What follows belongs to an exercise in optimizing a design on an open flow for small area and a short achievable clock period; a production flow would make more cautious choices.
RTL that was checked went through simulation tests only; none was proved equivalent to the original.
For runs 2 to 8, only the layout was checked, not whether the RTL still works.
Power is estimated from default activity; no workload was simulated.

==> flow/design.v <==
module decb_halfband (
    input  wire [88:0] h,       
    input  wire [26:0] x,       
    input  wire        ev,      
    output wire [26:0] y,       
    output wire [88:0] nh       
);
    localparam signed [25:0] VMAX = 26'sd8388607;
    wire signed [29:0] r1 = h[88:59];
    wire signed [28:0] r2 = h[58:30];
    wire signed [23:0] e  = h[29:6];
    wire [1:0] ls = h[5:4];
    wire [1:0] lo = h[3:2];
    wire [1:0] lu = h[1:0];
    wire signed [23:0] xv = x[23:0];
    wire signed [30:0] n  = r1 - xv;
    wire signed [25:0] q  = n[30:5];
    wire               up = n[4] & ((|n[3:0]) | q[0]);
    wire signed [25:0] r  = q + {25'd0, up};
    wire signed [23:0] c  = (r > VMAX) ? 24'sh7FFFFF :
                            (r < -VMAX) ? 24'sh800001 : r[23:0];
    assign y = {(|ls) | x[26], (|lo) | x[25], (|lu) | x[24], c};
    wire signed [27:0] x9 = {{4{xv[23]}}, xv} + {xv[23], xv, 3'd0};
    wire signed [29:0] sa = r2 + $signed(ev ? {{2{x9[27]}}, x9} : {{2{xv[23]}}, xv, 4'd0});
    wire signed [28:0] sb = x9 - e;
    function [1:0] lvl_next(input [1:0] l, input f, input even);
        lvl_next = f ? 2'd3 : (even ? ((l == 2'd0) ? 2'd0 : l - 2'd1) : l);
    endfunction
    wire [1:0] nls = lvl_next(ls, x[26], ev);
    wire [1:0] nlo = lvl_next(lo, x[25], ev);
    wire [1:0] nlu = lvl_next(lu, x[24], ev);
    assign nh = ev ? {sa, sb, xv, nls, nlo, nlu}
                   : {r1, sa[28:0], e, nls, nlo, nlu};
endmodule
module decb_thresh (
    input  wire        clk,
    input  wire        rst,
    input  wire        en,           
    input  wire [25:0] word,         
    input  wire [23:0] level,
    input  wire [7:0]  hys,
    input  wire        clr_seen,
    output reg         state,
    output reg  [7:0]  cnt,
    output reg         seen
);
    wire        u = word[24];
    wire        o = word[25];
    wire [24:0] mag = word[23] ? (25'd0 - {word[23], word[23:0]}) : {1'b0, word[23:0]};
    wire signed [33:0] lim = $signed({10'd0, level}) - $signed({14'd0, hys, 12'd0});
    wire               below = $signed({9'd0, mag}) < lim;
    wire               above = o || (mag >= {1'b0, level});
    wire rise = (level != 24'd0) && !u && !state && above;
    wire fall = (level != 24'd0) && !u && state && !o && below;
    always @(posedge clk) begin
        if (rst) begin
            state <= 1'b0;
            cnt   <= 8'd0;
            seen  <= 1'b0;
        end else if (en) begin
            if (level == 24'd0)
                state <= 1'b0;
            else if (rise)
                state <= 1'b1;
            else if (fall)
                state <= 1'b0;
            if (rise)
                cnt <= cnt + 8'd1;
            if (rise)
                seen <= 1'b1;
            else if (clr_seen)
                seen <= 1'b0;
        end
    end
endmodule
module decb_lane (
    input  wire        clk,
    input  wire        rst,
    input  wire        in_valid,
    input  wire [5:0]  in_frame,    
    input  wire [31:0] in_word,     
    input  wire [2:0]  bk,          
    input  wire [23:0] hi_level,
    input  wire [7:0]  hi_hys,
    input  wire [23:0] hh_level,
    input  wire [7:0]  hh_hys,
    input  wire [1:0]  clr_seen,    
    output reg         out_valid,
    output reg  [31:0] out_word,    
    output wire [1:0]  thr_state,   
    output wire [7:0]  hi_cnt,
    output wire [7:0]  hh_cnt,
    output wire [1:0]  seen         
);
    localparam [31:0] OFF32 = 32'h0500_0000;
    localparam [88:0] CLEAN = {83'd0, 2'd3, 2'd0, 2'd3};
    reg  [88:0] ring0, ring1, ring2, ring3, ring4, ring5;
    reg  [2:0]  pc;           
    reg         clean_q;      
    wire        clean = rst | clean_q;
    reg  [26:0] x_q;          
    reg  [4:0]  srct_q;       
    reg  [5:0]  frame_q;
    reg  [2:0]  bk_q;
    reg  [2:0]  sel;          
    reg         pending;      
    reg         busy;         
    reg         fin;          
    wire        proc = (pending && pc == 3'd0) || busy;
    wire [5:0] ones;
    assign ones[0] = frame_q[0];
    assign ones[1] = ones[0] & frame_q[1];
    assign ones[2] = ones[1] & frame_q[2];
    assign ones[3] = ones[2] & frame_q[3];
    assign ones[4] = ones[3] & frame_q[4];
    assign ones[5] = ones[4] & frame_q[5];
    wire [6:0] fire = {ones, 1'b1};
    wire take = fire[pc];
    wire ev   = ones[pc];
    wire [26:0] y;
    wire [88:0] nh;
    decb_halfband u_hb (
        .h  (ring0),
        .x  (x_q),
        .ev (ev),
        .y  (y),
        .nh (nh)
    );
    always @(posedge clk) begin
        ring0 <= ring1;
        ring1 <= ring2;
        ring2 <= ring3;
        ring3 <= ring4;
        ring4 <= ring5;
        if (clean)
            ring5 <= CLEAN;
        else if (proc && take)
            ring5 <= nh;
        else
            ring5 <= ring0;
    end
    always @(posedge clk) begin
        if (rst) begin
            pc      <= 3'd1;
            clean_q <= 1'b1;
        end else begin
            pc      <= (pc == 3'd5) ? 3'd0 : pc + 3'd1;
            if (pc == 3'd5)
                clean_q <= 1'b0;
        end
    end
    wire [2:0] bk_eff = (bk_q == 3'd7) ? 3'd6 : bk_q;
    wire [2:0] nsel   = (bk_eff != sel && fire[bk_eff]) ? bk_eff : sel;
    wire       dlv    = fire[nsel];
    wire       we     = dlv && ((proc && pc == nsel) || (fin && nsel == 3'd6));
    always @(posedge clk) begin
        if (rst) begin
            pending   <= 1'b0;
            busy      <= 1'b0;
            fin       <= 1'b0;
            out_valid <= 1'b0;
            sel       <= 3'd0;
            out_word  <= OFF32;
        end else begin
            if (in_valid)
                pending <= 1'b1;
            else if (pc == 3'd0)
                pending <= 1'b0;
            if (pc == 3'd0)
                busy <= pending;
            else if (pc == 3'd5)
                busy <= 1'b0;
            fin       <= busy && pc == 3'd5;
            out_valid <= fin;
            if (fin)
                sel <= nsel;
            if (we)
                out_word <= {srct_q, x_q};
        end
    end
    always @(posedge clk) begin
        if (in_valid) begin
            x_q     <= in_word[26:0];
            srct_q  <= in_word[31:27];
            frame_q <= in_frame;
            bk_q    <= bk;
        end else if (proc) begin
            x_q     <= y;
        end
    end
    reg        v1;
    reg [23:0] hi_level_q, hh_level_q;
    reg [7:0]  hi_hys_q, hh_hys_q;
    reg [1:0]  clr_q;
    always @(posedge clk) begin
        v1         <= in_valid;
        hi_level_q <= hi_level;
        hh_level_q <= hh_level;
        hi_hys_q   <= hi_hys;
        hh_hys_q   <= hh_hys;
        clr_q      <= clr_seen;
    end
    decb_thresh u_hi (
        .clk      (clk),
        .rst      (rst),
        .en       (v1),
        .word     (x_q[25:0]),
        .level    (hi_level_q),
        .hys      (hi_hys_q),
        .clr_seen (clr_q[0]),
        .state    (thr_state[0]),
        .cnt      (hi_cnt),
        .seen     (seen[0])
    );
    decb_thresh u_hh (
        .clk      (clk),
        .rst      (rst),
        .en       (v1),
        .word     (x_q[25:0]),
        .level    (hh_level_q),
        .hys      (hh_hys_q),
        .clr_seen (clr_q[1]),
        .state    (thr_state[1]),
        .cnt      (hh_cnt),
        .seen     (seen[1])
    );
endmodule
==> flow/run.sh <==
#!/bin/bash
# synth_recipe.tcl (not shown) runs the flow's synth.tcl, then flattens the netlist and writes it again
# the make line also repeats each setting of config.mk as NAME=value (left out here)
make -C /OpenROAD-flow-scripts/flow DESIGN_CONFIG=/design/flow/config.mk WORK_HOME=/design/flow/orfs CLKGATE_MAP_FILE= SYNTH_SCRIPT=/design/flow/synth_recipe.tcl finish
==> flow/config.mk <==
export PLATFORM = sky130hd
export DESIGN_NAME = decb_lane
export DESIGN_NICKNAME = decb_lane
export VERILOG_FILES = /design/flow/design.v
export SDC_FILE = /design/flow/constraint.sdc
export NUM_CORES = 4
export LEC_CHECK = 0
export CAP_MARGIN = 20
export CORE_MARGIN = 2
export CORE_UTILIZATION = 40
export SLEW_MARGIN = 20
==> flow/constraint.sdc <==
create_clock -name core_clock -period 48.0 [get_ports {clk}]
set_input_delay 9.6000 -clock core_clock [delete_from_list [all_inputs] [get_ports {clk}]]
set_output_delay 9.6000 -clock core_clock [all_outputs]
set_load 0.01 [all_outputs]
==> results.txt, run 1 <==
Top FF cell, synth dfxtp_1; top area cells in the synthesized netlist dfxtp_1, ha_1, edfxtp_1; tightest hold margin 0.307 ns; Core Area 68,800 um^2; Top Ports 163; DRT Wirelength 78.8 mm; CP startpoint kind flip-flop; layout cells sized above 1 6.61%; Slew headroom 27.4%; Starting Density 40.6%; Sink Count 705; pre-CTS setup slack 36.46 ns; Post-Syn Area per Cell 10.0 um^2; Top Family by Delay on Critical Path buffers and inverters; grt total ovfl 0; worst-margin pin slew 1.08 ns; root buffer selected by CTS clkbuf_16; Detailed Route Iter0 Violations 1,386; number of buffers created by CTS 72; Port Buf Inserts 162; number of enable flip-flop cells after synthesis 41; Critical Path Fanout Max 7; RSZ-0062 raised after global routing false; worst hold path type reg2reg; Synth area leader dfxtp_1; row cnt 96; synthesized cell area 27,900 um^2; final hold vios 0; fin crit share 23.5%; total of warnings raised by yosys 3; post-synthesis sequential area ratio 52.0%; share of flip-flops with an asynchronous set or reset 0%; DP HPWL 57.3 mm; crit-path cells clkdlybuf4s50_1; CP endpoint kind output port; total power 1.52 mW; Final WS setup 36.74 ns; endpoints failing setup 0; Syn Nets 3,114; synthesis-to-layout area growth 18.1%; nets@finish 3,276; fin. max-slew vios 0; Area after DPL 30,500 um^2; Synth Register Bits 705; routed length per instance 20.0 um; Worst-path clk slew 0.07 ns; post-route insts no fill 3,942; Filler Cells Inserted 6,250; initial antenna violation count 0; arrival time at the worst endpoint 1.66 ns; post-synth top area share 47.6%; GRT Util Overall 21.9%; # Post-CTS Setup Buffers 0; Req. time, crit path 38.40 ns; Crit Path Category reg2out; die width 268 um; CP max stage delay 0.60 ns; power density cells 46.2 nW/um^2; Vias 20,704; Syn Inst Count 2,792; first-pass GRT wire length 120 mm; Pre-Repair DR Iteration Count 6; fin util 47.9%; vias in the first global route 20,576; Vias/cell 5.25; largest net degree at the start of global routing 77; PostCTS Resize Cnt 0; H-tree depth 3; placed cells 3,811; status timing/DRC/antenna clean; final worst path period need 11.26 ns; RD Place Congestion 0.908; CP Buf/Inv Count 1; Final Skew 0.0303 ns; Total Neg Setup Slack 0 ns; max_cap viols 0; die area 71,900 um^2; clock latency on the worst-skew pair 0.63 ns; synth unique cells 99; maximum clock insertion buffer count 3; Diodes inserted 0; CTS Hold Bufs 0; Pleak 13.3 nW; peak supply drop 25.3 uV; Post-DRT Antenna Nets 0; post-route cell area 33,000 um^2; slowest CP cell clkdlybuf4s50_1; Max Clock Freq 88.8 MHz; TritonCTS clock tree done; height of the chip 268 um; final routed DRC violation total 0
synthesized netlist by cell type (6+ instances only):
library cell and n:
o21ai_2 9, nor2b_1 25, a21boi_0 9, o21ai_0 150
a311oi_1 10, mux2i_1 39, o211ai_1 18, nand3_1 55
o2111ai_1 8, a21o_1 68, o31ai_1 14, xor2_1 34
dfxtp_1 664, xnor2_1 116, nand2b_1 27, nand4_1 30
or3_1 16, ha_1 206, inv_1 169, fa_1 6
nor3_1 39, nor4_1 27, a211o_1 9, or2_2 10
a21oi_1 207, buf_2 10, o21bai_1 23, nand2_1 266
and2_1 11, and4_1 8, o21a_1 18, buf_1 7
nor2_1 176, and3_1 15, clkbuf_1 71, o221ai_1 7
a211oi_1 23, a31oi_1 25, edfxtp_1 41
area by class of cell:
class | count | area, um^2 | area share (%)
multi-input combinational | 1821 | 12400 | 37.6
clock buffer | 105 | 2100 | 6.36
sequential | 705 | 14500 | 44.0
tap | 931 | 1160 | 3.53
timing repair buffer | 184 | 1780 | 5.39
clock inverter | 26 | 382 | 1.16
inverter | 170 | 638 | 1.93
cells in the final DEF, fill, tap and decap left out, types with 9 or more instances in the layout:
| cell type | count |
|---|---|
| xnor2_1 | 116 |
| a21oi_1 | 206 |
| o211ai_1 | 18 |
| nor4_1 | 27 |
| a31oi_1 | 25 |
| ha_1 | 206 |
| a21boi_0 | 9 |
| clkdlybuf4s50_1 | 160 |
| clkbuf_16 | 75 |
| clkbuf_8 | 11 |
| o21ai_0 | 150 |
| mux2i_1 | 39 |
| edfxtp_1 | 41 |
| nand4_1 | 30 |
| or2_2 | 10 |
| nand2_1 | 265 |
| o21a_1 | 18 |
| dfxtp_1 | 664 |
| and2_1 | 11 |
| or3_1 | 16 |
| nor3_1 | 39 |
| and3_1 | 15 |
| o21bai_1 | 23 |
| nand3_1 | 55 |
| a211o_1 | 9 |
| o31ai_1 | 14 |
| a211oi_1 | 23 |
| nor2b_1 | 25 |
| xor2_1 | 34 |
| o21ai_2 | 9 |
| nand2b_1 | 27 |
| inv_1 | 169 |
| nor2_1 | 174 |
| a311oi_1 | 10 |
| clkbuf_1 | 19 |
| a21o_1 | 68 |
| buf_4 | 22 |
power by group:
| part | switching, mW | internal [mW] |
|---|---|---|
| Clock | 0.237 | 0.346 |
| Combinational | 0.192 | 0.130 |
| Sequential | 0.0169 | 0.601 |
sequential cells by signal, summed over array words and instances (netlist names), 2 cells and up:
register    flops
hh_hys_q        8
clr_q           2
hi_level_q     24
x_q            27
frame_q         6
u_hh.cnt        8
u_hi.cnt        8
pc              3
sel             3
ring5          89
ring2          89
hh_level_q     24
ring3          89
srct_q          5
bk_q            3
ring4          89
out_word       32
ring0          89
ring1          89
hi_hys_q        8
cells by family (layout without fill, tap and decap cells):
group | count (synthesis) | in the layout | synth area share (%)
xor gates and xnor gates | 150 | 150 | 4.70
AOI/OAI and AO/OA | 680 | 680 | 15.8
muxes | 44 | 44 | 1.60
and+or+nand+nor | 735 | 735 | 12.5
DFF | 705 | 705 | 52.0
buffers and inverters | 266 | 485 | 3.75
adders and majority gates | 212 | 212 | 9.66
path summary, 6_finish.rpt:
kind / from / cells past startpoint / to / slack (ns)
min reg2reg: ring5[47]$_SDFF_PP0_ / 0 / ring4[47]$_DFF_P_ / 0.31
max: u_hi.cnt[2]$_SDFFE_PP0P_ / 1 / hi_cnt[2] / 36.74
max reg2reg: x_q[5]$_DFFE_PP_ / 15 / x_q[5]$_DFFE_PP_ / 41.60
min: ring5[47]$_SDFF_PP0_ / 0 / ring4[47]$_DFF_P_ / 0.31
per-layer routing:
metal | GRT usage (%) | share of wire [%] | vias to the layer above
li1 | - | - | 10109
met1 | 29.3 | 46 | 9837
met2 | 35.8 | 45 | 599
met3 | 2.92 | 5.1 | 159
met4 | 8.29 | 3.3 | 0
met5 | 0 | 0 | -
==> run 2: changes to the inputs <==
--- a/flow/design.v
+++ b/flow/design.v
@@ -7,3 +7,2 @@
 );
-    localparam signed [25:0] VMAX = 26'sd8388607;
     wire signed [29:0] r1 = h[88:59];
@@ -15,8 +14,10 @@
     wire signed [23:0] xv = x[23:0];
-    wire signed [30:0] n  = r1 - xv;
-    wire signed [25:0] q  = n[30:5];
-    wire               up = n[4] & ((|n[3:0]) | q[0]);
-    wire signed [25:0] r  = q + {25'd0, up};
-    wire signed [23:0] c  = (r > VMAX) ? 24'sh7FFFFF :
-                            (r < -VMAX) ? 24'sh800001 : r[23:0];
+    wire signed [30:0] n   = r1 - xv;
+    wire signed [25:0] ru  = n[30:5] + {25'd0, n[4]};
+    wire               tie = n[4] & ~|n[3:0];
+    wire        [25:0] r   = {ru[25:1], ru[0] & ~tie};
+    wire               ovp = ~r[25] & (r[24] | r[23]);
+    wire               ovn = r[25] & ~(r[24] & r[23] & |r[22:0]);
+    wire        [23:0] c   = ovp ? 24'h7FFFFF :
+                             ovn ? 24'h800001 : r[23:0];
     assign y = {(|ls) | x[26], (|lo) | x[25], (|lu) | x[24], c};
@@ -38,3 +39,5 @@
     input  wire        en,           
-    input  wire [25:0] word,         
+    input  wire        o,            
+    input  wire        u,            
+    input  wire [24:0] mag,          
     input  wire [23:0] level,
@@ -46,7 +49,4 @@
 );
-    wire        u = word[24];
-    wire        o = word[25];
-    wire [24:0] mag = word[23] ? (25'd0 - {word[23], word[23:0]}) : {1'b0, word[23:0]};
-    wire signed [33:0] lim = $signed({10'd0, level}) - $signed({14'd0, hys, 12'd0});
-    wire               below = $signed({9'd0, mag}) < lim;
+    wire signed [25:0] lim = $signed({2'd0, level}) - $signed({6'd0, hys, 12'd0});
+    wire               below = $signed({1'b0, mag}) < lim;
     wire               above = o || (mag >= {1'b0, level});
@@ -99,3 +99,3 @@
     reg         clean_q;      
-    wire        clean = rst | clean_q;
+    reg         rst_q;        
     reg  [26:0] x_q;          
@@ -134,3 +134,3 @@
         ring4 <= ring5;
-        if (clean)
+        if (clean_q)
             ring5 <= CLEAN;
@@ -142,4 +142,5 @@
     always @(posedge clk) begin
+        rst_q <= rst;
         if (rst) begin
-            pc      <= 3'd1;
+            pc      <= 3'd0;
             clean_q <= 1'b1;
@@ -161,4 +162,2 @@
             out_valid <= 1'b0;
-            sel       <= 3'd0;
-            out_word  <= OFF32;
         end else begin
@@ -174,2 +173,9 @@
             out_valid <= fin;
+        end
+    end
+    always @(posedge clk) begin
+        if (rst_q) begin
+            sel      <= 3'd0;
+            out_word <= OFF32;
+        end else begin
             if (fin)
@@ -180,5 +186,9 @@
     end
-    always @(posedge clk) begin
-        if (in_valid) begin
-            x_q     <= in_word[26:0];
+    wire hold_in = pending || busy || fin;
+    always @(posedge clk) begin
+        if (proc)
+            x_q <= y;
+        else if (!pending)
+            x_q <= in_word[26:0];
+        if (!hold_in) begin
             srct_q  <= in_word[31:27];
@@ -186,4 +196,2 @@
             bk_q    <= bk;
-        end else if (proc) begin
-            x_q     <= y;
         end
@@ -194,2 +202,3 @@
     reg [1:0]  clr_q;
+    wire [24:0] mag = x_q[23] ? (25'd0 - {x_q[23], x_q[23:0]}) : {1'b0, x_q[23:0]};
     always @(posedge clk) begin
@@ -204,5 +213,7 @@
         .clk      (clk),
-        .rst      (rst),
+        .rst      (rst_q),
         .en       (v1),
-        .word     (x_q[25:0]),
+        .o        (x_q[25]),
+        .u        (x_q[24]),
+        .mag      (mag),
         .level    (hi_level_q),
@@ -216,5 +227,7 @@
         .clk      (clk),
-        .rst      (rst),
+        .rst      (rst_q),
         .en       (v1),
-        .word     (x_q[25:0]),
+        .o        (x_q[25]),
+        .u        (x_q[24]),
+        .mag      (mag),
         .level    (hh_level_q),
==> flow/flow/run.sh (new file) <==
#!/bin/bash
# Layout: the standard flow (standard.sh: standard synthesis and ORFS
# steps, unchanged), with the port buffers that buffer_ports inserts made
# plain sky130_fd_sc_hd__buf_1 cells instead of its default delay buffers.
set -euo pipefail
bash standard.sh "BUFFER_PORTS_ARGS=-buffer_cell sky130_fd_sc_hd__buf_1" finish > standard_make.log 2>&1
==> flow/standard.sh (new file) <==
#!/bin/bash
# synth_recipe.tcl (not shown) runs the flow's synth.tcl, then flattens the netlist and writes it again
# the make line also repeats each setting of config.mk as NAME=value (left out here)
make -C /OpenROAD-flow-scripts/flow DESIGN_CONFIG=/design/flow/config.mk WORK_HOME=/design/flow/orfs CLKGATE_MAP_FILE= SYNTH_SCRIPT=/design/flow/synth_recipe.tcl "${@:-finish}"
removed: flow/run.sh
==> run 2 against run 1 <==
Effect of this change: still clean on timing, DRC and antenna; power increased by 14%; critical path depth unchanged; clock power decreased by 4.3%; maximum frequency increased by 3.4%; flip-flop and latch count increased by 1; highest routed layer unchanged.
==> results.txt, run 2 <==
initial antenna violation count 0; Starting Density 40.3%; CP Buf/Inv Count 1; PostCTS Resize Cnt 0; Reg power frac 37.0%; path depth of the worst reg2reg path 29; Worst-path clk slew 0.06 ns; vias in the first global route 19,804; final worst path period need 10.89 ns; Post-DRT Antenna Nets 0; Hold Crit Depth 0; synthesized cell area 27,600 um^2; maximum clock insertion buffer count 3; Detailed Route Iter0 Violations 1,233; Slew headroom 36.0%; most frequent cells in the layout dfxtp_1, nand2_1, ha_1; fin crit share 22.7%; Final Skew 0.0298 ns; Top Family by Delay on Critical Path flip-flops; post-synthesis sequential area ratio 52.7%; grt total ovfl 0; largest net degree at the start of global routing 66; Top FF cell, synth dfxtp_1; Critical Path Fanout Max 6; DP HPWL 54.3 mm; Total Neg Setup Slack 0 ns; Area after DPL 29,100 um^2; synth unique cells 82; arrival time at the worst endpoint 1.29 ns; synthesis-to-layout area growth 14.1%; power density cells 54.9 nW/um^2; height of the chip 267 um; Vias 20,113; synth cell count leaders dfxtp_1, nand2_1, ha_1, a21oi_1, nor2_1; worst hold path type reg2reg; top area cells in the synthesized netlist dfxtp_1, ha_1, edfxtp_1; nets@finish 3,220; post-route cell area 31,500 um^2; crit-path cells buf_1; RSZ-0062 raised after global routing false; # Post-CTS Setup Buffers 0; status timing/DRC/antenna clean; Top Ports 163; first-pass GRT wire length 113 mm; H-tree depth 3; worst-margin pin slew 0.953 ns; CP max stage delay 0.48 ns; die width 267 um; Pre-Repair DR Iteration Count 6; R2R Path Start x_q[1]$_DFFE_PP_; number of buffers created by CTS 72; r2r setup slk 40.34 ns; fin util 46.0%; routed length per instance 19.2 um; r2r endpoint ring5[58]$_SDFF_PP0_; Syn Nets 3,056; most frequent cell after synthesis dfxtp_1; GRT Util Overall 20.4%; final hold vios 0; Port Buf Inserts 162; Vias/cell 5.24; CTS Hold Bufs 0; total of warnings raised by yosys 3; Synth Register Bits 706; Pleak 13.0 nW; number of enable flip-flop cells after synthesis 41; switching pwr 0.589 mW; CP startpoint kind flip-flop; die area 71,100 um^2; final routed DRC violation total 0; Clk pwr share 32.3%; Hold Startpoint ring2[33]$_DFF_P_; fin. max-slew vios 0; Diodes inserted 0; Req. time, crit path 38.40 ns; tightest hold margin 0.316 ns; slowest CP cell dfxtp_1; CP endpoint kind output port; root buffer selected by CTS clkbuf_16; Comb power frac 30.8%; Syn Inst Count 2,733; total power 1.73 mW; Sink Count 706; peak supply drop 26.5 uV; row cnt 96; clock latency on the worst-skew pair 0.62 ns; Sw Share 34.0%; most common cell after layout, fill and taps aside dfxtp_1; TritonCTS clock tree done; share of flip-flops with an asynchronous set or reset 0%; Synth area leader dfxtp_1; endpoints failing setup 0; P_int 1.14 mW; RD Place Congestion 0.945; Crit Path Category reg2out; Min-Delay Endpoint ring1[33]$_DFF_P_; Max Clock Freq 91.8 MHz; max_cap viols 0; Core Area 68,500 um^2; post-synth top area share 48.2%; layout cells sized above 1 5.92%; DRT Wirelength 73.8 mm; Post-Syn Area per Cell 10.1 um^2
==> run 2: power by group through the flow <==
stage          clock, mW  combinational (mW)  sequential [mW]
3_5_place_dp           0               0.521            0.652
6_report           0.558               0.532            0.639
4_1_cts            0.571               0.526            0.639
3_3_place_gp           0               0.513            0.652
5_1_grt            0.595               0.589            0.640
2_1_floorplan          0               0.396            0.633
==> run 2: metrics by stage <==
step | instances | worst slack, ns
floorplan | 2733 | 37.97
global placement | 3704 | 37.75
detailed placement | 3704 | 37.74
CTS | 3836 | 37.08
global route | 3837 | 37.05
finish | 3837 | 37.11
==> run 2: routing by layer <==
layer  up-vias  global-route usage [%]  wire [um]  share of wire, %
met4         0                    7.24       2200               3.0
met5         -                       0          0                 0
met2       535                    34.6      34600                47
met3       131                    3.15       3660               5.0
li1       9849                       -          -                 -
met1      9598                    26.4      33300                45
==> run 2: worst max-delay path by stage <==
stage | startpoint | end | slack, ns | cells past startpoint
after floorplan | u_hi.state$_SDFFE_PP0P_ | thr_state[0] | 37.97 | 1
after global placement | u_hi.cnt[0]$_SDFFE_PP0P_ | hi_cnt[0] | 37.75 | 1
after detailed placement | u_hi.cnt[0]$_SDFFE_PP0P_ | hi_cnt[0] | 37.74 | 1
after CTS | u_hi.cnt[0]$_SDFFE_PP0P_ | hi_cnt[0] | 37.08 | 1
after global routing | u_hi.cnt[0]$_SDFFE_PP0P_ | hi_cnt[0] | 37.05 | 1
final | u_hi.cnt[0]$_SDFFE_PP0P_ | hi_cnt[0] | 37.11 | 1
==> run 2: area by class of cell <==
type | instances | area, um^2
clock buffers | 97 | 2010
well taps | 882 | 1100
fillers | 6385 | 37000
repair buffers | 178 | 728
inverters | 160 | 601
multi-input cells | 1779 | 12100
flip-flops and latches | 706 | 14600
clock inverters | 35 | 369
==> run 2: cells by family after synthesis <==
kind of cell / count (synthesis) / share of synthesized area (%)
compound gates: 594 / 13.7
xor+xnor: 160 / 5.08
fa+ha+maj: 213 / 9.82
buf+inv: 248 / 3.57
flops: 706 / 52.7
mux: 49 / 1.81
simple gates: 763 / 13.3
==> run 3: changes to the inputs <==
--- a/flow/config.mk
+++ b/flow/config.mk
@@ -10,2 +10,4 @@
 export CORE_UTILIZATION = 40
+export CTS_BUF_LIST = sky130_fd_sc_hd__clkbuf_8
+export CTS_CLUSTER_SIZE = 30
 export SLEW_MARGIN = 20
==> run 3 against run 2 <==
Effect of this change: critical path depth unchanged; worst hold slack got worse by 0.017 ns; synthesized area unchanged; highest routed layer is now met5; count of clock-buffer cells in the layout increased by 42; critical path type unchanged; maximum frequency decreased by 0.65%; critical endpoint unchanged; register-to-register slack gained 0.08 ns; final area about the same; flip-flop and latch count stayed put; largest cell class unchanged; routed wire length increased by 0.16%; non-clock buffer count decreased by 1; setup slack worse by 0.071 ns; die area unchanged.
==> results.txt, run 3 <==
status timing/DRC/antenna clean; number of buffers created by CTS 106; maximum clock insertion buffer count 3; number of enable flip-flop cells after synthesis 41; initial antenna violation count 4; post-synth top area share 48.2%; Vias/cell 5.21; post-synthesis sequential area ratio 52.7%; die width 267 um; synth unique cells 82; CTS Hold Bufs 0; root buffer selected by CTS clkbuf_8; DRT Wirelength 73.9 mm; r2r endpoint ring5[58]$_SDFF_PP0_; GR Layer Usage met3 4.01%; Pre-Repair DR Iteration Count 5; vias in the first global route 20,048; CP Buf/Inv Count 1; worst setup path end hi_cnt[0]; Top Family by Delay on Critical Path flip-flops; top area cells in the synthesized netlist dfxtp_1, ha_1, edfxtp_1; total of warnings raised by yosys 3; power density cells 53.9 nW/um^2; share of flip-flops with an asynchronous set or reset 0%; Pleak 13.1 nW; final routed DRC violation total 0; Critical Path Stages 1; synthesized cell area 27,600 um^2; row cnt 96; Detailed Route Iter0 Violations 1,226; Post-Syn Area per Cell 10.1 um^2; Vias 20,279; worst hold path type reg2reg; Synth area leader dfxtp_1; max_cap viols 0; Syn Inst Count 2,733; fin. max-slew vios 0; Sink Count 706; most common cell after layout, fill and taps aside dfxtp_1; crit-path cells buf_1; nets@finish 3,253; RD Place Congestion 0.945; Top FF cell, synth dfxtp_1; grt total ovfl 0; r2r setup slk 40.42 ns; synthesis-to-layout area growth 14.0%; Starting Density 40.3%; CP max stage delay 0.47 ns; R2R Path Start x_q[1]$_DFFE_PP_; CP endpoint kind output port; Final Skew 0.0528 ns; arrival time at the worst endpoint 1.36 ns; RSZ-0062 raised after global routing false; CP startpoint u_hi.cnt[0]$_SDFFE_PP0P_; pre-CTS setup slack 37.74 ns; layout cells sized above 1 7.37%; met1 Usage GRT 25.8%; Core Area 68,500 um^2; most frequent cells in the layout dfxtp_1, nand2_1, ha_1; PostCTS Resize Cnt 0; Worst-path clk slew 0.06 ns; Post-DRT Antenna Nets 0; Max Clock Freq 91.2 MHz; H-tree depth 3; post-route insts no fill 3,895; final worst path period need 10.96 ns; Syn Nets 3,056; CP startpoint kind flip-flop; largest net degree at the start of global routing 66; clock latency on the worst-skew pair 0.71 ns; Slew headroom 35.3%; # Post-CTS Setup Buffers 0; fin util 46.0%; die area 71,100 um^2; peak supply drop 25.5 uV; endpoints failing setup 0; GRT Util Overall 20.5%; busiest layer in global routing met2; first-pass GRT wire length 112 mm; Port Buf Inserts 162; TritonCTS clock tree done; Synth Register Bits 706; worst-margin pin slew 0.961 ns; most frequent cell after synthesis dfxtp_1; Top Ports 163; Total Neg Setup Slack 0 ns; Filler Cells Inserted 6,430; height of the chip 267 um; path depth of the worst reg2reg path 29; slowest CP cell dfxtp_1; synth cell count leaders dfxtp_1, nand2_1, ha_1, a21oi_1, nor2_1; GR Layer Usage met2 34.2%; fin crit share 22.8%; DP HPWL 54.3 mm; Req. time, crit path 38.40 ns; total power 1.70 mW; final hold vios 0; Crit Path Category reg2out; routed length per instance 19.0 um; placed cells 3,704; Final WS setup 37.04 ns; Critical Path Fanout Max 6
## run 3: cell counts after synthesis
No cell type changed its count.
## run 3: metrics by stage
step,hold WS (ns),area (um^2)
finish,0.299,31500
global route,0.295,31500
CTS,0.289,31500
detailed placement,0.312,29100
global placement,0.310,29100
floorplan,0.310,27600
## run 3: metal layers
metal  up-vias  wire length [um]  share of wire, %
met5         -                41             0.055
met4         6              2670               3.6
met2       589             34100                46
met3       157              4370               5.9
li1       9927                 -                 -
met1      9600             32700                44
## run 3: cell type report
| class | instances | area (um^2) | share of cell area (%) |
|---|---|---|---|
| flip-flops and latches | 706 | 14600 | 46.2 |
| multi-input cells | 1779 | 12100 | 38.6 |
| clock buffers | 139 | 1910 | 6.08 |
| well taps | 882 | 1100 | 3.51 |
| repair buffers | 177 | 721 | 2.29 |
| inverters | 160 | 601 | 1.91 |
| clock inverters | 50 | 438 | 1.39 |
| diodes | 2 | 5.00 | 0.0159 |
## run 3: worst min path at each step
stage	endpoint	startpoint	cells past startpoint
after floorplan	ring0[0]$_DFF_P_	ring1[0]$_DFF_P_	0
after global placement	ring4[75]$_DFF_P_	ring5[75]$_SDFF_PP0_	0
after detailed placement	ring0[43]$_DFF_P_	ring1[43]$_DFF_P_	0
after CTS	ring0[50]$_DFF_P_	ring1[50]$_DFF_P_	0
after global routing	ring1[8]$_DFF_P_	ring2[8]$_DFF_P_	0
final	ring1[8]$_DFF_P_	ring2[8]$_DFF_P_	0
## run 3: cell families (layout without fill, tap and decap cells)
| kind of cell | after synthesis | in the layout | share of synthesized area, % |
|---|---|---|---|
| mux | 49 | 49 | 1.81 |
| fa+ha+maj | 213 | 213 | 9.82 |
| compound gates | 594 | 594 | 13.7 |
| xor+xnor | 160 | 160 | 5.08 |
| simple gates | 763 | 763 | 13.3 |
| flops | 706 | 706 | 52.7 |
| other cells | 0 | 2 | 0 |
| buf+inv | 248 | 526 | 3.57 |
## run 3: power by group
part           leakage [nW]  total [mW]  internal [mW]  switching, mW
clock network          1.30       0.528          0.298          0.230
registers              5.81       0.640          0.608         0.0321
logic                  6.01       0.531          0.213          0.318
==> run 4: changes to the inputs <==
==> flow/flow/run.sh (replaced) <==
#!/bin/bash
set -euo pipefail
bash standard.sh "BUFFER_PORTS_ARGS=-buffer_cell sky130_fd_sc_hd__buf_1" "CTS_ARGS=-sink_clustering_enable -repair_clock_nets -dont_use_dummy_load -buf_list sky130_fd_sc_hd__clkbuf_8" finish > standard_make.log 2>&1
--- a/flow/config.mk
+++ b/flow/config.mk
@@ -10,4 +10,2 @@
 export CORE_UTILIZATION = 40
-export CTS_BUF_LIST = sky130_fd_sc_hd__clkbuf_8
-export CTS_CLUSTER_SIZE = 30
 export SLEW_MARGIN = 20
==> run 4 against run 3 <==
Effect of this change: sequential power is essentially flat; critical path type unchanged; critical endpoint unchanged; combinational power is essentially flat; worst hold slack lost 0.061 ns; synthesized cell count is the same.
==> results.txt, run 4 <==
status timing/DRC/antenna clean; synthesized cell area 27,600 um^2; synthesis-to-layout area growth 10.8%; Synth Register Bits 706; Top Family by Delay on Critical Path flip-flops; total power 1.56 mW; post-route cell area 30,600 um^2; Port Buf Inserts 162; post-synth top area share 48.2%; Worst-path clk slew 0.05 ns; fin crit share 22.8%; Starting Density 40.3%; Vias 20,084; placed cells 3,704; height of the chip 267 um; # Post-CTS Setup Buffers 0; Post-Syn Area per Cell 10.1 um^2; row cnt 96; post-synthesis sequential area ratio 52.7%; Sink Count 706; share of flip-flops with an asynchronous set or reset 0%; CP Buf/Inv Count 1; busiest layer in global routing met2; final hold vios 0; Slew headroom 36.0%; CTS Hold Bufs 0; Post-DRT Antenna Nets 0; root buffer selected by CTS clkbuf_8; number of buffers created by CTS 106; maximum clock insertion buffer count 3; layout cells sized above 1 5.60%; crit-path cells buf_1; arrival time at the worst endpoint 1.33 ns; fin. max-slew vios 0; Top FF cell, synth dfxtp_1; CP endpoint kind output port; most common cell after layout, fill and taps aside dfxtp_1; Core Area 68,500 um^2; H-tree depth 3; initial antenna violation count 1; Synth area leader dfxtp_1; Area after DPL 29,100 um^2; fin util 44.7%; final routed DRC violation total 0; endpoints failing setup 0; DRT Wirelength 73.3 mm; top area cells in the synthesized netlist dfxtp_1, ha_1, edfxtp_1; total of warnings raised by yosys 3; RSZ-0062 raised after global routing false; Total Neg Setup Slack 0 ns; DP HPWL 54.3 mm; worst-margin pin slew 0.953 ns; Req. time, crit path 38.40 ns; post-route insts no fill 3,814; tightest hold margin 0.238 ns; die area 71,100 um^2; most frequent cell after synthesis dfxtp_1; peak supply drop 23.5 uV; Pre-Repair DR Iteration Count 5; grt total ovfl 0; CP max stage delay 0.47 ns; pre-CTS setup slack 37.74 ns; GRT Util Overall 20.3%; GR Layer Usage met2 34.3%; Max Clock Freq 91.5 MHz; power density cells 51.1 nW/um^2; most frequent cells in the layout dfxtp_1, nand2_1, ha_1; Vias/cell 5.27; PostCTS Resize Cnt 0; first-pass GRT wire length 112 mm; max_cap viols 0; largest net degree at the start of global routing 66; number of enable flip-flop cells after synthesis 41; vias in the first global route 20,020; Detailed Route Iter0 Violations 1,197; synth cell count leaders dfxtp_1, nand2_1, ha_1, a21oi_1, nor2_1; Final WS setup 37.07 ns; Syn Nets 3,056; RD Place Congestion 0.945; CP startpoint kind flip-flop; Top Ports 163; met1 Usage GRT 26.0%; routed length per instance 19.2 um; GR Layer Usage met3 3.33%; die width 267 um; slowest CP cell dfxtp_1; TritonCTS clock tree done; clock latency on the worst-skew pair 0.70 ns; Critical Path Fanout Max 6; Crit Path Category reg2out; Syn Inst Count 2,733; worst hold path type reg2reg; Final Skew 0.102 ns; synth unique cells 82; final worst path period need 10.93 ns; Pleak 12.6 nW; nets@finish 3,254
run 4: changes by cell type in the layout (fill, tap and decap cells not counted), moves of 2 or more:
cell        delta
bufinv_16      -7
clkbuf_8      -33
clkinvlp_4     -2
inv_1         -24
inv_12         -2
clkinv_2      -11
run 4: power breakdown:
part           total [mW]  internal, mW  switching, mW
Clock               0.390         0.193          0.197
Combinational       0.532         0.213          0.319
Sequential          0.639         0.608         0.0314
Total                1.56          1.01          0.547
run 4: area by class of cell:
type	count	area [um^2]
antenna	3	7.51
clock buffer	106	1460
fill	6496	37900
inverter	160	601
multi-input combinational	1779	12100
sequential	706	14600
tap	882	1100
timing repair buffer	178	728
run 4: path summary, 6_finish.rpt:
| check | from | to | slack, ns | cells after the start |
|---|---|---|---|---|
| worst min register to register | ring1[67]$_DFF_P_ | ring0[67]$_DFF_P_ | 0.24 | 0 |
| worst max-delay path | u_hi.cnt[0]$_SDFFE_PP0P_ | hi_cnt[0] | 37.07 | 1 |
| worst max register to register | x_q[1]$_DFFE_PP_ | ring5[58]$_SDFF_PP0_ | 40.33 | 29 |
| worst min-delay path | ring1[67]$_DFF_P_ | ring0[67]$_DFF_P_ | 0.24 | 0 |
run 4: layer usage:
metal	part of all wire (%)	wire length, um	vias up
li1	-	-	9845
met1	45	33000	9569
met2	47	34200	535
met3	5.1	3760	135
met4	3.1	2300	0
met5	0	0	-
run 4: cell families after synthesis:
kind of cell | Yosys count | share of synthesized area (%)
XOR/XNOR | 160 | 5.08
AND/OR/NAND/NOR | 763 | 13.3
multiplexers | 49 | 1.81
flip-flops | 706 | 52.7
AO/OA/AOI/OAI | 594 | 13.7
adder cells (fa/ha/maj) | 213 | 9.82
buffers and inverters | 248 | 3.57
==> run 5: changes to the inputs <==
==> flow/flow/run.sh (replaced) <==
#!/bin/bash
set -euo pipefail
bash standard.sh "BUFFER_PORTS_ARGS=-buffer_cell sky130_fd_sc_hd__buf_1" "CTS_ARGS=-sink_clustering_enable -repair_clock_nets -dont_use_dummy_load -buf_list sky130_fd_sc_hd__clkbuf_4" finish > standard_make.log 2>&1
==> run 5 against run 4 <==
Effect of this change: maximum frequency shrank 2.4%; worst hold slack gained 0.014 ns; largest cell class unchanged; routed wire length grew 1.2%; still clean on timing, DRC and antenna; power shrank 1.6%; clock power shrank 6.4%; setup slack lost 0.27 ns; clock skew grew 0.050 ns; first-iteration DRC count shrank 1.8%; sequential share of layout area grew 0.25 points; sequential power is essentially flat.
==> results.txt, run 5 <==
grt total ovfl 0; power density cells 50.5 nW/um^2; row cnt 96; Post-DRT Antenna Nets 0; Synth Register Bits 706; R2R Path Start x_q[1]$_DFFE_PP_; Hold Startpoint ring4[51]$_DFF_P_; height of the chip 267 um; synth unique cells 82; # Post-CTS Setup Buffers 0; Pleak 12.6 nW; Vias 20,501; status timing/DRC/antenna clean; Port Buf Inserts 162; Slew headroom 36.5%; CP Buf/Inv Count 1; Syn Inst Count 2,733; Sink Count 706; post-synthesis sequential area ratio 52.7%; slowest CP cell dfxtp_1; Top Ports 163; final routed DRC violation total 0; peak supply drop 20.9 uV; Max Clock Freq 89.2 MHz; r2r setup slk 40.35 ns; total of warnings raised by yosys 3; CP startpoint u_hi.cnt[0]$_SDFFE_PP0P_; first-pass GRT wire length 113 mm; Core Area 68,500 um^2; fin crit share 23.3%; DRT Wirelength 74.2 mm; PostCTS Resize Cnt 0; Detailed Route Iter0 Violations 1,175; layout cells sized above 1 7.71%; fin. max-slew vios 0; pre-CTS setup slack 37.74 ns; post-route insts no fill 3,880; Starting Density 40.3%; Top FF cell, synth dfxtp_1; share of flip-flops with an asynchronous set or reset 0%; Vias/cell 5.28; final worst path period need 11.20 ns; maximum clock insertion buffer count 3; root buffer selected by CTS clkbuf_4; RD Place Congestion 0.945; most common cell after layout, fill and taps aside dfxtp_1; top area cells in the synthesized netlist dfxtp_1, ha_1, edfxtp_1; DP HPWL 54.3 mm; Top Family by Delay on Critical Path flip-flops; Post-Syn Area per Cell 10.1 um^2; die width 267 um; arrival time at the worst endpoint 1.60 ns; Synth area leader dfxtp_1; routed length per instance 19.1 um; H-tree depth 4; synthesis-to-layout area growth 10.2%; endpoints failing setup 0; CP max stage delay 0.47 ns; clock latency on the worst-skew pair 1.00 ns; Filler Cells Inserted 6,560; GRT Util Overall 20.7%; crit-path cells buf_1; TritonCTS clock tree done; synth cell count leaders dfxtp_1, nand2_1, ha_1, a21oi_1, nor2_1; initial antenna violation count 4; CP endpoint kind output port; nets@finish 3,321; synthesized cell area 27,600 um^2; post-synth top area share 48.2%; Syn Nets 3,056; worst-margin pin slew 0.944 ns; CP startpoint kind flip-flop; Req. time, crit path 38.40 ns; Worst-path clk slew 0.06 ns; placed cells 3,704; max_cap viols 0; largest net degree at the start of global routing 66; Crit Path Category reg2out; CTS Hold Bufs 0; RSZ-0062 raised after global routing false; Final Skew 0.152 ns; vias in the first global route 20,522; final hold vios 0; number of enable flip-flop cells after synthesis 41; die area 71,100 um^2; Critical Path Fanout Max 6; Total Neg Setup Slack 0 ns; Final WS setup 36.80 ns; most frequent cell after synthesis dfxtp_1; number of buffers created by CTS 173; most frequent cells in the layout dfxtp_1, nand2_1, ha_1; Pre-Repair DR Iteration Count 6; worst hold path type reg2reg
[run 5: cell counts after synthesis]
No cell type changed its count.
[run 5: routing by layer]
layer	routed length (um)	up-vias	share of wire, %	track usage [%]
li1	-	10034	-	-
met1	32700	9704	44	25.6
met2	34500	614	47	34.3
met3	4350	143	5.9	4.88
met4	2490	6	3.4	9.08
met5	35	-	0.047	0
[run 5: logic make-up (layout without fill, tap and decap cells)]
kind of cell	count (synthesis)	after routing	share of synthesized area [%]
buffers and inverters	248	511	3.57
AO/OA/AOI/OAI	594	594	13.7
AND/OR/NAND/NOR	763	763	13.3
XOR/XNOR	160	160	5.08
flip-flops	706	706	52.7
adder cells (fa/ha/maj)	213	213	9.82
multiplexers	49	49	1.81
other	0	2	0
[run 5: worst paths after layout]
check,end,cells past startpoint
worst min register to register,ring3[51]$_DFF_P_,0
worst max register to register,ring5[58]$_SDFF_PP0_,29
worst max-delay path,hi_cnt[0],1
worst min-delay path,ring3[51]$_DFF_P_,0
[run 5: stage by stage]
stage / hold slack [ns] / total power [mW] / util, % / cell area (um^2)
CTS: 0.248 / 1.55 / 44.4 / 30400
finish: 0.252 / 1.54 / 44.4 / 30400
detailed placement: 0.312 / 1.17 / 42.5 / 29100
floorplan: 0.310 / 1.03 / - / 27600
global placement: 0.310 / 1.16 / 42.5 / 29100
global route: 0.256 / 1.64 / 44.4 / 30400
[run 5: cell type report]
type	count	area (um^2)	area share (%)
repair buffers	178	728	2.39
diodes	2	5.00	0.0164
inverters	160	601	1.97
multi-input cells	1779	12100	39.9
clock buffers	173	1300	4.27
flip-flops and latches	706	14600	47.8
well taps	882	1100	3.63
[run 5: report_power, final]
group	internal, mW	switching [mW]
Combinational	0.213	0.318
Clock	0.163	0.202
Sequential	0.608	0.0322
Total	0.984	0.552
==> run 6: changes to the inputs <==
==> flow/flow/run.sh (replaced) <==
#!/bin/bash
set -euo pipefail
bash standard.sh "BUFFER_PORTS_ARGS=-buffer_cell sky130_fd_sc_hd__buf_1" "CTS_ARGS=-sink_clustering_enable -repair_clock_nets -dont_use_dummy_load -buf_list sky130_fd_sc_hd__clkbuf_16 -sink_clustering_size 25 -sink_clustering_max_diameter 80" finish > standard_make.log 2>&1
==> run 6 against run 5 <==
Effect of this change: largest cell class unchanged; highest routed layer unchanged; register-to-register slack better by 0.08 ns; sequential share of layout area up 0.52 points; critical path type unchanged; flip-flop and latch count unchanged; final area down 1.1%.
==> results.txt, run 6 <==
power density cells 49.7 nW/um^2; Detailed Route Iter0 Violations 1,204; max_cap viols 0; Pre-Repair DR Iteration Count 5; Vias/cell 5.26; r2r setup slk 40.43 ns; post-synthesis sequential area ratio 52.7%; total of warnings raised by yosys 3; crit-path cells buf_1; number of buffers created by CTS 39; GRT Util Overall 20.0%; endpoints failing setup 0; nets@finish 3,187; vias in the first global route 19,357; Final Skew 0.0730 ns; arrival time at the worst endpoint 1.27 ns; Top Ports 163; fin crit share 22.6%; most common cell after layout, fill and taps aside dfxtp_1; layout cells sized above 1 3.39%; TritonCTS clock tree done; Port Buf Inserts 162; Synth area leader dfxtp_1; Core Area 68,500 um^2; met3 WL post-DR 3.99 mm; Slew headroom 36.5%; Synth Register Bits 706; Reg power frac 42.7%; WL met1 32.3 mm; final routed DRC violation total 0; Critical Path Fanout Max 6; root buffer selected by CTS clkbuf_16; Filler Cells Inserted 6,498; Pleak 12.3 nW; Top Family by Delay on Critical Path flip-flops; CP Buf/Inv Count 1; RD Place Congestion 0.945; first-pass GRT wire length 110 mm; peak supply drop 30.2 uV; clock latency on the worst-skew pair 0.59 ns; grt total ovfl 0; top area cells in the synthesized netlist dfxtp_1, ha_1, edfxtp_1; Crit Path Category reg2out; Clk pwr share 21.7%; final worst path period need 10.87 ns; Syn Nets 3,056; CP endpoint kind output port; Vias 19,707; CTS Hold Bufs 0; CP startpoint kind flip-flop; P_int 0.965 mW; post-route insts no fill 3,745; DRT Wirelength 72.5 mm; routed length per instance 19.4 um; worst-margin pin slew 0.945 ns; synth unique cells 82; switching pwr 0.530 mW; Sw Share 35.4%; height of the chip 267 um; Sink Count 706; fin. max-slew vios 0; initial antenna violation count 3; RSZ-0062 raised after global routing false; post-synth top area share 48.2%; Total Neg Setup Slack 0 ns; CP max stage delay 0.49 ns; number of enable flip-flop cells after synthesis 41; synthesis-to-layout area growth 9.03%; largest net degree at the start of global routing 66; most frequent cell after synthesis dfxtp_1; WL met2 33.8 mm; Starting Density 40.3%; DP HPWL 54.3 mm; Comb power frac 35.6%; slowest CP cell dfxtp_1; maximum clock insertion buffer count 3; die width 267 um; Max Clock Freq 92.0 MHz; max layer used met5; share of flip-flops with an asynchronous set or reset 0%; placed cells 3,704; row cnt 96; worst hold path type reg2reg; most frequent cells in the layout dfxtp_1, nand2_1, ha_1; Post-DRT Antenna Nets 0; Post-Syn Area per Cell 10.1 um^2; # Post-CTS Setup Buffers 0; synth cell count leaders dfxtp_1, nand2_1, ha_1, a21oi_1, nor2_1; PostCTS Resize Cnt 0; H-tree depth 2; Top FF cell, synth dfxtp_1; Syn Inst Count 2,733; final hold vios 0; status timing/DRC/antenna clean; die area 71,100 um^2; Worst-path clk slew 0.10 ns; synthesized cell area 27,600 um^2; Req. time, crit path 38.40 ns
## run 6: path summary, 6_finish.rpt
check	from	to	depth (start not counted)
max reg2reg	x_q[1]$_DFFE_PP_	ring5[58]$_SDFF_PP0_	29
max	u_hi.cnt[0]$_SDFFE_PP0P_	hi_cnt[0]	1
min reg2reg	ring5[28]$_SDFF_PP0_	ring4[28]$_DFF_P_	0
min	ring5[28]$_SDFF_PP0_	ring4[28]$_DFF_P_	0
## run 6: power by group through the flow
stage	Combinational [mW]	Clock (mW)	Sequential, mW
3_3_place_gp	0.513	0	0.652
4_1_cts	0.526	0.333	0.638
6_report	0.532	0.325	0.639
3_5_place_dp	0.521	0	0.652
5_1_grt	0.588	0.354	0.640
2_1_floorplan	0.396	0	0.633
## run 6: per-stage QoR
step	hold slack, ns	util, %	total power, mW	area (um^2)	setup WS [ns]
after floorplan	0.310	-	1.03	27600	37.97
after global placement	0.310	42.5	1.16	29100	37.75
after detailed placement	0.312	42.5	1.17	29100	37.74
after CTS	0.276	43.9	1.50	30100	37.10
after global routing	0.277	44.0	1.58	30100	37.05
final	0.273	44.0	1.49	30100	37.13
## run 6: cell type report
type	count	area [um^2]	area share, %
sequential	706	14600	48.3
multi-input combinational	1779	12100	40.3
tap	882	1100	3.67
clock buffer	39	976	3.24
timing repair buffer	178	728	2.42
inverter	160	601	2.00
antenna	1	2.50	0.00831
## run 6: metal layers
metal / vias up / GRT usage (%)
li1: 9719 / -
met1: 9372 / 25.8
met2: 500 / 34.0
met3: 110 / 3.23
met4: 6 / 6.83
met5: - / 0
## run 6: cell families after synthesis
group,share of synthesized area (%)
AOI/OAI and AO/OA,13.7
xor gates and xnor gates,5.08
adders and majority gates,9.82
buffers and inverters,3.57
DFF,52.7
muxes,1.81
and+or+nand+nor,13.3
==> run 7: changes to the inputs <==
==> flow/flow/run.sh (replaced) <==
#!/bin/bash
set -euo pipefail
bash standard.sh "BUFFER_PORTS_ARGS=-buffer_cell sky130_fd_sc_hd__buf_1" "CTS_ARGS=-sink_clustering_enable -repair_clock_nets -dont_use_dummy_load -buf_list sky130_fd_sc_hd__clkbuf_8 -sink_clustering_size 20 -sink_clustering_max_diameter 60" finish > standard_make.log 2>&1
==> run 7 against run 6 <==
Effect of this change: still clean on timing, DRC and antenna; die area unchanged; core utilization down 0.44 points; via count grew 0.54%; non-clock buffer count stayed put; count of clock-buffer cells in the layout increased by 10; synthesized area did not move; clock power decreased by 18%.
==> results.txt, run 7 <==
total power 1.43 mW; arrival time at the worst endpoint 1.33 ns; Crit Path Category reg2out; initial antenna violation count 4; Top Family by Delay on Critical Path flip-flops; RSZ-0062 raised after global routing false; vias in the first global route 19,400; most common cell after layout, fill and taps aside dfxtp_1; H-tree depth 2; Port Buf Inserts 162; synth unique cells 82; tightest hold margin 0.283 ns; Max Clock Freq 91.4 MHz; synthesis-to-layout area growth 7.94%; Total Neg Setup Slack 0 ns; final hold vios 0; row cnt 96; post-synth top area share 48.2%; crit-path cells buf_1; largest net degree at the start of global routing 66; most frequent cell after synthesis dfxtp_1; Post-Syn Area per Cell 10.1 um^2; Vias/cell 5.28; height of the chip 267 um; Synth Register Bits 706; status timing/DRC/antenna clean; number of enable flip-flop cells after synthesis 41; CP Buf/Inv Count 1; Critical Path Fanout Max 6; CTS Hold Bufs 0; Detailed Route Iter0 Violations 1,264; fin. max-slew vios 0; Req. time, crit path 38.40 ns; Sw Share 36.5%; total of warnings raised by yosys 3; endpoints failing setup 0; post-route cell area 29,800 um^2; Synth area leader dfxtp_1; routed length per instance 19.3 um; final worst path period need 10.94 ns; Filler Cells Inserted 6,543; # Post-CTS Setup Buffers 0; Reg power frac 44.5%; Area after DPL 29,100 um^2; final routed DRC violation total 0; Top FF cell, synth dfxtp_1; PostCTS Resize Cnt 0; GRT Util Overall 20.1%; peak supply drop 19.5 uV; path depth of the worst reg2reg path 29; slowest CP cell dfxtp_1; RD Place Congestion 0.945; Comb power frac 37.0%; clock latency on the worst-skew pair 0.69 ns; die width 267 um; Final Skew 0.0919 ns; TritonCTS clock tree done; Vias 19,814; Starting Density 40.3%; die area 71,100 um^2; placed cells 3,704; Top Ports 163; DP HPWL 54.3 mm; Pre-Repair DR Iteration Count 5; Critical Path Stages 1; CP startpoint kind flip-flop; Syn Nets 3,056; switching pwr 0.523 mW; Syn Inst Count 2,733; worst hold path type reg2reg; grt total ovfl 0; first-pass GRT wire length 111 mm; P_int 0.911 mW; power density cells 48.1 nW/um^2; Clk pwr share 18.5%; Worst-path clk slew 0.11 ns; DRT Wirelength 72.6 mm; Core Area 68,500 um^2; root buffer selected by CTS clkbuf_8; Post-DRT Antenna Nets 0; synth cell count leaders dfxtp_1, nand2_1, ha_1, a21oi_1, nor2_1; Sink Count 706; fin util 43.5%; CP endpoint kind output port; layout cells sized above 1 3.73%; post-route insts no fill 3,755; most frequent cells in the layout dfxtp_1, nand2_1, ha_1; Final WS setup 37.07 ns; nets@finish 3,197; maximum clock insertion buffer count 3; max_cap viols 0; pre-CTS setup slack 37.74 ns; share of flip-flops with an asynchronous set or reset 0%; post-synthesis sequential area ratio 52.7%; fin crit share 22.8%; worst-margin pin slew 0.952 ns; Pleak 12.2 nW; CP max stage delay 0.47 ns; synthesized cell area 27,600 um^2; number of buffers created by CTS 49; Hold Crit Depth 0; top area cells in the synthesized netlist dfxtp_1, ha_1, edfxtp_1; Slew headroom 36.0%
==> run 7: cell counts after synthesis <==
No cell type changed its count.
==> run 7: kinds of logic after synthesis <==
family                     count (synthesis)  synth area share, %
and+or+nand+nor                          763                 13.3
DFF                                      706                 52.7
AOI/OAI and AO/OA                        594                 13.7
buffers and inverters                    248                 3.57
adders and majority gates                213                 9.82
xor gates and xnor gates                 160                 5.08
muxes                                     49                 1.81
==> run 7: final timing paths <==
kind | from | to | slack (ns)
worst max register to register | x_q[1]$_DFFE_PP_ | ring5[58]$_SDFF_PP0_ | 40.35
worst min-delay path | ring1[4]$_DFF_P_ | ring0[4]$_DFF_P_ | 0.28
worst min register to register | ring1[4]$_DFF_P_ | ring0[4]$_DFF_P_ | 0.28
worst max-delay path | u_hi.cnt[0]$_SDFFE_PP0P_ | hi_cnt[0] | 37.07
==> run 7: final cells by class <==
| cell class | count | area (um^2) | area share, % |
|---|---|---|---|
| tap | 882 | 1100 | 3.70 |
| timing repair buffer | 178 | 728 | 2.44 |
| multi-input combinational | 1779 | 12100 | 40.7 |
| clock buffer | 49 | 674 | 2.26 |
| antenna | 1 | 2.50 | 0.00840 |
| inverter | 160 | 601 | 2.02 |
| sequential | 706 | 14600 | 48.8 |
==> run 7: metal layers <==
layer | track usage (%) | up-vias | share of wire, %
li1 | - | 9738 | -
met1 | 25.8 | 9440 | 45
met2 | 33.9 | 497 | 46
met3 | 3.44 | 133 | 5.1
met4 | 7.18 | 6 | 3.5
met5 | 0 | - | 0.047
==> run 7: power groups by stage <==
stage               clock, mW  sequential [mW]  combinational [mW]
floorplan                   0            0.633               0.396
detailed placement          0            0.652               0.521
global placement            0            0.652               0.513
finish                  0.265            0.639               0.531
CTS                     0.275            0.638               0.526
global route            0.296            0.640               0.589
==> run 7: worst register-to-register path: cells and delay by family, from the launching register on <==
kind                       cells  cell delay, ns
adders and majority gates      2            0.65
buffers and inverters          1            0.42
and+or+nand+nor                8            1.61
DFF                            1            0.63
AOI/OAI and AO/OA             16            3.86
xor gates and xnor gates       2            0.37
==> run 8: changes to the inputs <==
--- a/flow/design.v
+++ b/flow/design.v
@@ -14,4 +14,6 @@
     wire signed [23:0] xv = x[23:0];
-    wire signed [30:0] n   = r1 - xv;
-    wire signed [25:0] ru  = n[30:5] + {25'd0, n[4]};
+    wire        [30:0] n;
+    decb_add #(31) u_n (.a({r1[29], r1}), .b(~{{7{xv[23]}}, xv}), .ci(1'b1), .s(n), .co());
+    wire        [25:0] ru;
+    decb_add #(26) u_ru (.a(n[30:5]), .b(26'd0), .ci(n[4]), .s(ru), .co());
     wire               tie = n[4] & ~|n[3:0];
@@ -23,5 +25,10 @@
     assign y = {(|ls) | x[26], (|lo) | x[25], (|lu) | x[24], c};
-    wire signed [27:0] x9 = {{4{xv[23]}}, xv} + {xv[23], xv, 3'd0};
-    wire signed [29:0] sa = r2 + $signed(ev ? {{2{x9[27]}}, x9} : {{2{xv[23]}}, xv, 4'd0});
-    wire signed [28:0] sb = x9 - e;
+    wire        [24:0] x9h;
+    decb_add #(25) u_x9 (.a({{4{xv[23]}}, xv[23:3]}), .b({xv[23], xv}), .ci(1'b0), .s(x9h), .co());
+    wire signed [27:0] x9 = {x9h, xv[2:0]};
+    wire signed [29:0] sa;
+    decb_add #(30) u_sa (.a({r2[28], r2}), .b(ev ? {{2{x9[27]}}, x9} : {{2{xv[23]}}, xv, 4'd0}),
+                         .ci(1'b0), .s(sa), .co());
+    wire signed [28:0] sb;
+    decb_add #(29) u_sb (.a({x9[27], x9}), .b(~{{5{e[23]}}, e}), .ci(1'b1), .s(sb), .co());
     function [1:0] lvl_next(input [1:0] l, input f, input even);
@@ -34,2 +41,44 @@
                    : {r1, sa[28:0], e, nls, nlo, nlu};
+endmodule
+module decb_add #(
+    parameter integer W   = 8,
+    parameter integer CMP = 0
+) (
+    input  wire [W-1:0] a,
+    input  wire [W-1:0] b,
+    input  wire         ci,
+    output wire [W-1:0] s,
+    output wire         co
+);
+    localparam integer L = (W > 32) ? 6 : (W > 16) ? 5 : (W > 8) ? 4 : (W > 4) ? 3 : (W > 2) ? 2 : 1;
+    wire [W-1:0] p = a ^ b;
+    wire [W-1:0] gl [0:2*L];
+    wire [W-1:0] tl [0:2*L];
+    assign gl[0] = (a & b) | {{(W-1){1'b0}}, (CMP ? (a[0] | b[0]) : p[0]) & ci};
+    assign tl[0] = CMP ? (a | b) : p;
+    genvar k, i;
+    generate
+        for (k = 1; k <= 2 * L; k = k + 1) begin : lv
+            localparam integer D = (k <= L) ? (1 << (k - 1)) : (1 << (2 * L - k));
+            for (i = 0; i < W; i = i + 1) begin : bt
+                if ((k <= L && (i + 1) % (2 * D) == 0) ||
+                    (k > L && (i + 1) % (2 * D) == D && i + 1 >= 3 * D)) begin : nd
+                    assign gl[k][i] = gl[k-1][i] | (tl[k-1][i] & gl[k-1][i-D]);
+                    assign tl[k][i] = tl[k-1][i] & tl[k-1][i-D];
+                end else begin : ps
+                    assign gl[k][i] = gl[k-1][i];
+                    assign tl[k][i] = tl[k-1][i];
+                end
+            end
+        end
+    endgenerate
+    wire [W-1:0] c = gl[2*L];
+    generate
+        if (W > 1) begin : sm
+            assign s = p ^ {c[W-2:0], ci};
+        end else begin : s1
+            assign s = p ^ ci;
+        end
+    endgenerate
+    assign co = c[W-1];
 endmodule
@@ -49,5 +98,10 @@
 );
-    wire signed [25:0] lim = $signed({2'd0, level}) - $signed({6'd0, hys, 12'd0});
-    wire               below = $signed({1'b0, mag}) < lim;
-    wire               above = o || (mag >= {1'b0, level});
+    wire [11:0] lim_hi;
+    wire        lim_nn;
+    decb_add #(12) u_lim (.a(level[23:12]), .b(~{4'd0, hys & {8{state}}}), .ci(1'b1),
+                          .s(lim_hi), .co(lim_nn));
+    wire ge;
+    decb_add #(25, 1) u_ge (.a(mag), .b(~{1'b0, lim_hi, level[11:0]}), .ci(1'b1), .s(), .co(ge));
+    wire above = o || ge;
+    wire below = lim_nn & ~ge;
     wire rise = (level != 24'd0) && !u && !state && above;
@@ -202,3 +256,5 @@
     reg [1:0]  clr_q;
-    wire [24:0] mag = x_q[23] ? (25'd0 - {x_q[23], x_q[23:0]}) : {1'b0, x_q[23:0]};
+    wire [24:0] mag;
+    decb_add #(25) u_mag (.a({1'b0, x_q[23:0] ^ {24{x_q[23]}}}), .b(25'd0), .ci(x_q[23]),
+                          .s(mag), .co());
     always @(posedge clk) begin
==> run 8 against run 7 <==
Effect of this change: maximum frequency decreased by 2.4%; synthesized area decreased by 6.5%; critical path depth unchanged; largest cell class unchanged; setup slack got worse by 0.27 ns; power decreased by 9.5%; clock power decreased by 5%; flip-flop and latch count unchanged; clock skew decreased by 0.035 ns; die area decreased by 6.4%; register-to-register slack about the same; final area decreased by 6.3%.
==> results.txt, run 8 <==
first-pass GRT wire length 97.2 mm; final hold vios 0; synthesized cell area 25,800 um^2; Max Clock Freq 89.3 MHz; power density cells 46.5 nW/um^2; Post-Syn Area per Cell 11.1 um^2; Synth Area in Adders 12.9%; clock latency on the worst-skew pair 0.66 ns; Synth area leader dfxtp_1; CP Buf/Inv Count 1; number of enable flip-flop cells after synthesis 41; number of buffers created by CTS 45; status timing/DRC/antenna clean; Post-DRT Antenna Nets 0; post-route cell area 27,900 um^2; P_int 0.857 mW; top area cells in the synthesized netlist dfxtp_1, ha_1, fa_1; root buffer selected by CTS clkbuf_8; H-tree depth 2; xor/xnor share of the synthesized area 4.29%; maximum clock insertion buffer count 3; row cnt 93; Pre-Repair DR Iteration Count 5; r2r endpoint x_q[10]$_DFFE_PP_; PostCTS Resize Cnt 0; endpoints failing setup 0; Diodes inserted 0; initial antenna violation count 0; CP endpoint kind output port; synthesis-to-layout area growth 8.16%; r2r setup slk 40.35 ns; vias in the first global route 17,181; Vias/cell 5.10; fin crit share 23.3%; Synth Register Bits 706; Reg power frac 48.9%; Top FF cell, synth dfxtp_1; path depth of the worst reg2reg path 26; mux contribution to synthesized area 1.40%; synth unique cells 88; Hold Crit Depth 0; layout cells sized above 1 4.26%; Area after DPL 27,300 um^2; Detailed Route Iter0 Violations 1,075; switching pwr 0.441 mW; Port Buf Inserts 162; fin. max-slew vios 0; Crit Path Category reg2out; final worst path period need 11.20 ns; Post-Synth Simple-Gate Area 10.8%; worst hold path type reg2reg; Critical Path Stages 1; most frequent cell after synthesis dfxtp_1; Total Neg Setup Slack 0 ns; synth cell count leaders dfxtp_1, nand2_1, nor2_1, ha_1, a21oi_1; most common cell after layout, fill and taps aside dfxtp_1; Slew headroom 22.8%; crit-path cells buf_1; Final Skew 0.0567 ns; height of the chip 258 um; DRT Wirelength 62.7 mm; CTS Hold Bufs 0; peak supply drop 25.9 uV; Top Family by Delay on Critical Path flip-flops; most frequent cells in the layout dfxtp_1, nand2_1, nor2_1; Worst-path clk slew 0.11 ns; RD Place Congestion 0.875; R2R Path Start x_q[10]$_DFFE_PP_; grt total ovfl 0; Top Ports 163; Compound-Gate Fraction of Synth Area 10.9%; CP startpoint kind flip-flop; Vias 16,925; arrival time at the worst endpoint 1.60 ns; Core Area 64,100 um^2; die area 66,600 um^2; post-synth top area share 51.6%; total of warnings raised by yosys 10; post-synthesis sequential area ratio 56.3%; max_cap viols 0; Req. time, crit path 38.40 ns; Pleak 11.2 nW; share of flip-flops with an asynchronous set or reset 0%; Syn Nets 2,645; Comb power frac 31.6%; worst-margin pin slew 1.15 ns; Clk pwr share 19.5%; routed length per instance 18.9 um; slowest CP cell dfxtp_1; RSZ-0062 raised after global routing false; final routed DRC violation total 0; GRT Util Overall 18.8%; Sw Share 33.9%; Starting Density 40.3%; die width 258 um; Sink Count 706; TritonCTS clock tree done; # Post-CTS Setup Buffers 0; largest net degree at the start of global routing 67; Syn Inst Count 2,316; Critical Path Fanout Max 12; nets@finish 2,796; combinational family with the most area after synthesis adder cells; Min-Delay Endpoint ring4[29]$_DFF_P_; DP HPWL 46.3 mm; Hold Startpoint ring5[29]$_SDFF_PP0_; CP max stage delay 0.69 ns
==> run 8: layer usage <==
metal | part of all wire [%] | vias to the layer above | GRT usage (%) | wire [um]
li1 | - | 8164 | - | -
met1 | 46 | 8136 | 25.2 | 28800
met2 | 44 | 505 | 29.8 | 27500
met3 | 6.0 | 120 | 3.64 | 3780
met4 | 4.2 | 0 | 7.76 | 2600
met5 | 0 | - | 0 | 0
==> run 8: cells by family after synthesis <==
family	count (synthesis)
buf+inv	208
simple gates	607
xor+xnor	112
fa+ha+maj	228
flops	706
mux	36
compound gates	419
==> run 8: worst max-delay path by stage <==
stage	from	end
final	u_hi.state$_SDFFE_PP0P_	thr_state[0]
after detailed placement	u_hi.state$_SDFFE_PP0P_	thr_state[0]
after global placement	u_hi.state$_SDFFE_PP0P_	thr_state[0]
after floorplan	in_word[10]	x_q[10]$_DFFE_PP_
after CTS	u_hi.state$_SDFFE_PP0P_	thr_state[0]
after global routing	u_hi.state$_SDFFE_PP0P_	thr_state[0]
==> run 8: per-stage QoR <==
step                total power, mW  setup slack, ns  std cells  util [%]  hold slack [ns]
global route                   1.38            36.72       3320      43.5            0.280
finish                         1.30            36.80       3320      43.5            0.283
detailed placement             1.06            37.48       3275      42.6            0.312
floorplan                     0.935            37.89       2316         -            0.310
CTS                            1.31            36.72       3320      43.5            0.276
global placement               1.04            37.49       3275      42.6            0.310
==> run 8: layout make-up <==
type | count | area [um^2]
inverter | 131 | 492
fill | 5966 | 36200
multi-input combinational | 1402 | 10400
clock buffer | 45 | 619
timing repair buffer | 181 | 751
tap | 855 | 1070
sequential | 706 | 14500
==> run 8: power by group through the flow <==
| stage | combinational [mW] | clock (mW) | sequential (mW) |
|---|---|---|---|
| floorplan | 0.300 | 0 | 0.634 |
| detailed placement | 0.407 | 0 | 0.648 |
| global route | 0.458 | 0.283 | 0.637 |
| global placement | 0.395 | 0 | 0.648 |
| CTS | 0.410 | 0.264 | 0.635 |
| finish | 0.410 | 0.253 | 0.635 |

static timing again, ports no longer ideal:
Ports are ideal in the flow. The routed layouts listed here were re-timed in OpenROAD.
Step 1 assumes that a clkbuf_16 drives the clock port and a buf_2 every other input.
Step 2 moves the port delays by t, midway between the first and last clock arrival at a register: inputs arrive t later, outputs are due t later. That takes back most of the time a late clock gives input paths.
Three values: ideal, step 1, step 2; two values: the first two.
| run | shift t [ns] | setup slack, ns | worst hold slack (ns) | latest minus earliest clock arrival (ns) | pins driven straight from the clock port |
|---|---|---|---|---|---|
| run 1 | 0.682 | 36.736 / 36.670 / 36.399 | 0.307 / 0.307 / 0.307 | 0.035 / 0.035 | 1 |
| run 2 | 0.671 | 37.111 / 37.044 / 37.714 | 0.316 / 0.316 / 0.316 | 0.033 / 0.033 | 1 |
| run 3 | 0.746 | 37.040 / 36.984 / 37.730 | 0.299 / 0.299 / 0.299 | 0.068 / 0.068 | 1 |
| run 4 | 0.703 | 37.066 / 37.010 / 37.713 | 0.238 / 0.238 / 0.238 | 0.109 / 0.109 | 1 |
| run 5 | 0.978 | 36.795 / 36.739 / 37.717 | 0.252 / 0.252 / 0.252 | 0.152 / 0.152 | 1 |
| run 6 | 0.623 | 37.130 / 37.064 / 37.688 | 0.273 / 0.273 / 0.273 | 0.086 / 0.085 | 1 |
| run 7 | 0.702 | 37.065 / 37.007 / 37.709 | 0.283 / 0.283 / 0.283 | 0.094 / 0.094 | 1 |
| run 8 | 0.690 | 36.799 / 36.745 / 37.435 | 0.283 / 0.283 / 0.283 | 0.057 / 0.056 | 1 |
After both steps every run listed still meets setup and hold. For run 1, which loses most, drivers alone change the setup slack by -0.066 ns; drivers and shift together by -0.337 ns.
